Source: an optimization exercise on an open RTL-to-GDS flow (aim: small area and a short achievable clock period). Production flows keep margins and buffers that such runs may drop.
Function was checked by simulation only, so behaviour that the tests miss may differ from the original.
No activity file was given, so power comes from the tool's default toggle rates.

v6:
Design bcdec, start of the top module:
module bcdec (
    input  wire         clk,
    input  wire         rst,
    input  wire         in_valid,
    input  wire [511:0] data,
    input  wire [63:0]  bpar,
    input  wire [63:0]  cpar,
    output reg          out_valid,
    output wire [511:0] dout,
    output wire [1:0]   kind,
    output wire [2:0]   loc_word,
    output wire [2:0]   loc_byte,
    output wire [2:0]   loc_bit
);
For scale: about 3100 cells after synthesis, ~660 flip-flops, ~31000 um^2 of cells after synthesis.
export LEC_CHECK = 0
export CAP_MARGIN = 20
export CORE_AREA = 5 5 575 145
export CTS_BUF_LIST = sky130_fd_sc_hd__clkbuf_8
export CTS_CLUSTER_SIZE = 24
export DIE_AREA = 0 0 580 150
export SLEW_MARGIN = 20
export SYNTH_HIERARCHICAL = 1
export SYNTH_MINIMUM_KEEP_SIZE = 0
create_clock -name core_clock -period 12.0 [get_ports {clk}]
standard.sh (not shown) runs the stock make flow with config.mk's settings and CLKGATE_MAP_FILE= SYNTH_SCRIPT=/design/flow/synth_recipe.tcl, a recipe that flattens the netlist after the stock synthesis.
==> flow/flow/run.sh <==
#!/bin/bash
# The standard layout, with the smallest buffers on the ports in place of
# the default delay-cell buffers, and the pins on the top and bottom edges only
# of a wide, low die. Timing repair aims past the clock period so that the
# layout reaches a shorter period.
set -euo pipefail
export BUFFER_PORTS_ARGS="-buffer_cell sky130_fd_sc_hd__buf_1"
export PLACE_PINS_ARGS="-exclude left:* -exclude right:*"
export SETUP_SLACK_MARGIN=7.5
bash standard.sh > standard_make.log 2>&1
Inputs modified between v6 and v7:
- changing CORE_AREA from 5 5 575 145 to 5 5 635 155
- changing DIE_AREA from 0 0 580 150 to 0 0 640 160
- removing CTS_CLUSTER_SIZE (formerly 24)
==> flow/flow/run.sh <==
#!/bin/bash
# The standard layout, with the smallest buffers on the ports in place of
# the default delay-cell buffers. Timing repair aims past the clock period so
# that the layout reaches a shorter period.
set -euo pipefail
export BUFFER_PORTS_ARGS="-buffer_cell sky130_fd_sc_hd__buf_1"
export SETUP_SLACK_MARGIN=7.5
bash standard.sh > standard_make.log 2>&1
Notes after the runs:
- Compared with v6, in v7 hold slack dropped 26 ps, clock network power share fell 0.3 points.
- Critical path endpoint: one_q[3]$_DFF_P_ -> v7, ic_q[0]$_DFF_P_ -> v6
- In the metrics for v7 and v6, the one carrying the lower shortest clock period the worst path allows after layout is v7.
- Re number of buffers created by CTS: v7 and v6 aren't equal, and the higher value belongs to v7.
- On gate count after technology mapping, v7 tracks v6 almost exactly.
- v7 — met1 routing resource usage after global routing 3.5 points lower, v6 as reference
- Max area of all placed cells without fillers across v7 and v6: v7
- In v7, fraction of layout instances using a drive strength above 1 is higher than in v6.
- Compared with v6, v7 shows proportion of total power due to net switching higher by 0.46 points.
- Compared with v6, v7 shows horizontal die dimension that has gone up by more than 10%.

========
bcdec again, from the RTL that the note above started with.
Settings: LEC_CHECK=0, CAP_MARGIN=20, CORE_AREA=5 5 695 105, CTS_BUF_LIST=sky130_fd_sc_hd__clkbuf_8, CTS_CLUSTER_SIZE=24, DIE_AREA=0 0 700 110, SLEW_MARGIN=20, SYNTH_HIERARCHICAL=1, SYNTH_MINIMUM_KEEP_SIZE=0; clock period 12.0 ns.
==> flow/flow/run.sh <==
#!/bin/bash
# The standard layout, with the smallest buffers on the ports in place of
# the default delay-cell buffers. Timing repair aims past the clock period so
# that the layout reaches a shorter period.
set -euo pipefail
export BUFFER_PORTS_ARGS="-buffer_cell sky130_fd_sc_hd__buf_1"
export SETUP_SLACK_MARGIN=7.5
bash standard.sh > standard_make.log 2>&1
Next try:
--- a/flow/flow/run.sh
+++ b/flow/flow/run.sh
@@ -5,4 +5,4 @@
 set -euo pipefail
 export BUFFER_PORTS_ARGS="-buffer_cell sky130_fd_sc_hd__buf_1"
-export SETUP_SLACK_MARGIN=7.5
+export SETUP_SLACK_MARGIN=7.4
 bash standard.sh > standard_make.log 2>&1
- CORE_AREA: 5 5 695 105 -> 5 5 635 155
- DIE_AREA: 0 0 700 110 -> 0 0 640 160
Result: Area after synthesis stays the same. Synthesized cell count does not change. Routed wire length came out higher by 17%. Non-clock buffer count came out lower by 28. Critical path depth came out lower by 5. Sequential cell count does not change. Die area came out higher by 33%. Core utilization came out lower by 17 points.
Next try:
--- a/flow/flow/run.sh
+++ b/flow/flow/run.sh
@@ -5,4 +5,4 @@
 set -euo pipefail
 export BUFFER_PORTS_ARGS="-buffer_cell sky130_fd_sc_hd__buf_1"
-export SETUP_SLACK_MARGIN=7.4
+export SETUP_SLACK_MARGIN=7.5
 bash standard.sh > standard_make.log 2>&1
- CTS_BUF_LIST: sky130_fd_sc_hd__clkbuf_8 -> sky130_fd_sc_hd__clkbuf_4
Effect: The changed run passed the timing, DRC and antenna checks; via count came out higher by 6.0%; global-route usage came out higher by 0.74 points; core utilization came out higher by 8.1 points; synthesized area is unchanged.
Next try:
- CTS_BUF_LIST: sky130_fd_sc_hd__clkbuf_4 -> sky130_fd_sc_hd__clkbuf_8
- TNS_END_PERCENT: not set -> 50
The new run finished with timing, DRC and antenna clean. Core utilization goes down by 7.7 points. Cell area went down by 15%. Sequential power goes down by 10%. Non-clock buffer count goes down by 59. Fmax is higher by 1.0%. Total power drops by 4.8%. Setup slack gets better by 0.047 ns. Via count came out lower by 5.4%.
Next try:
- PLACE_DENSITY: not set -> 0.45
- TNS_END_PERCENT: 50 -> not set
Result: First-iteration DRC count came out lower by 35%; sequential share of layout area came out lower by 0.23 points; non-clock buffer count came out higher by 24; hold slack hardly moves; power came out higher by 1.1%; synthesized area does not change; maximum frequency came out lower by 1.1%; critical path depth came out higher by 1; core utilization came out higher by 0.31 points; cell area came out higher by 0.72%; wire length came out lower by 10%.
Next try:
- PLACE_DENSITY: 0.45 -> 0.8
Result: The new run completed with no timing, DRC or antenna violations. Final area is higher by about 0.6%. Total power is higher by 0.63%. Synthesized area does not change. Cell count stays flat. Clock-buffer cell count is higher by 8. Die area does not change. Routed wire length is higher by about 36%.

[static timing again, ports no longer ideal]
How much do the figures lean on ideal ports? The routed layouts below were timed once more, with nothing changed but the port constraints. Step 1 sets driving cells, clkbuf_16 on the clock port and buf_2 on the other inputs (assumed; they add their load-dependent delay and slew). Step 2 times the ports against the registers' clock, not the clock port: input delays grow and output delays shrink by t, the midpoint of the rising clock arrivals with the driver on. Slacks: ideal / step 1 / step 2; pairs: ideal / step 1.
run | t, ns | setup WS [ns] | hold slack, ns | clock arrival spread, ns | slew at the worst register clock pin (ns)
v6 | 0.764 | 7.469 / 7.447 / 6.746 | 1.860 / 1.808 / 2.572 | 0.049 / 0.049 | 0.09 / 0.09
v7 | 0.786 | 7.483 / 7.443 / 6.743 | 1.834 / 1.789 / 2.575 | 0.044 / 0.044 | 0.09 / 0.09
the first run of note 2 | 0.790 | 6.910 / 6.973 / 6.183 | 1.842 / 1.778 / 2.568 | 0.047 / 0.047 | 0.10 / 0.10
the second run of note 2 | 0.788 | 7.316 / 7.356 / 6.574 | 1.828 / 1.782 / 2.570 | 0.053 / 0.052 | 0.09 / 0.09
the third run of note 2 | 1.002 | 7.397 / 7.328 / 6.415 | 1.601 / 1.558 / 2.561 | 0.078 / 0.079 | 0.09 / 0.09
the fourth run of note 2 | 0.790 | 7.444 / 7.453 / 6.703 | 1.830 / 1.787 / 2.577 | 0.044 / 0.044 | 0.09 / 0.09
the fifth run of note 2 | 0.766 | 7.395 / 7.407 / 6.641 | 1.832 / 1.808 / 2.573 | 0.043 / 0.043 | 0.10 / 0.10
the sixth run of note 2 | 0.803 | 7.452 / 7.395 / 6.639 | 1.809 / 1.777 / 2.580 | 0.050 / 0.050 | 0.09 / 0.09
After both steps setup and hold are still met in every run listed. For the third run of note 2, which loses most, drivers alone change the setup slack by -0.069 ns; drivers and shift together by -0.982 ns.
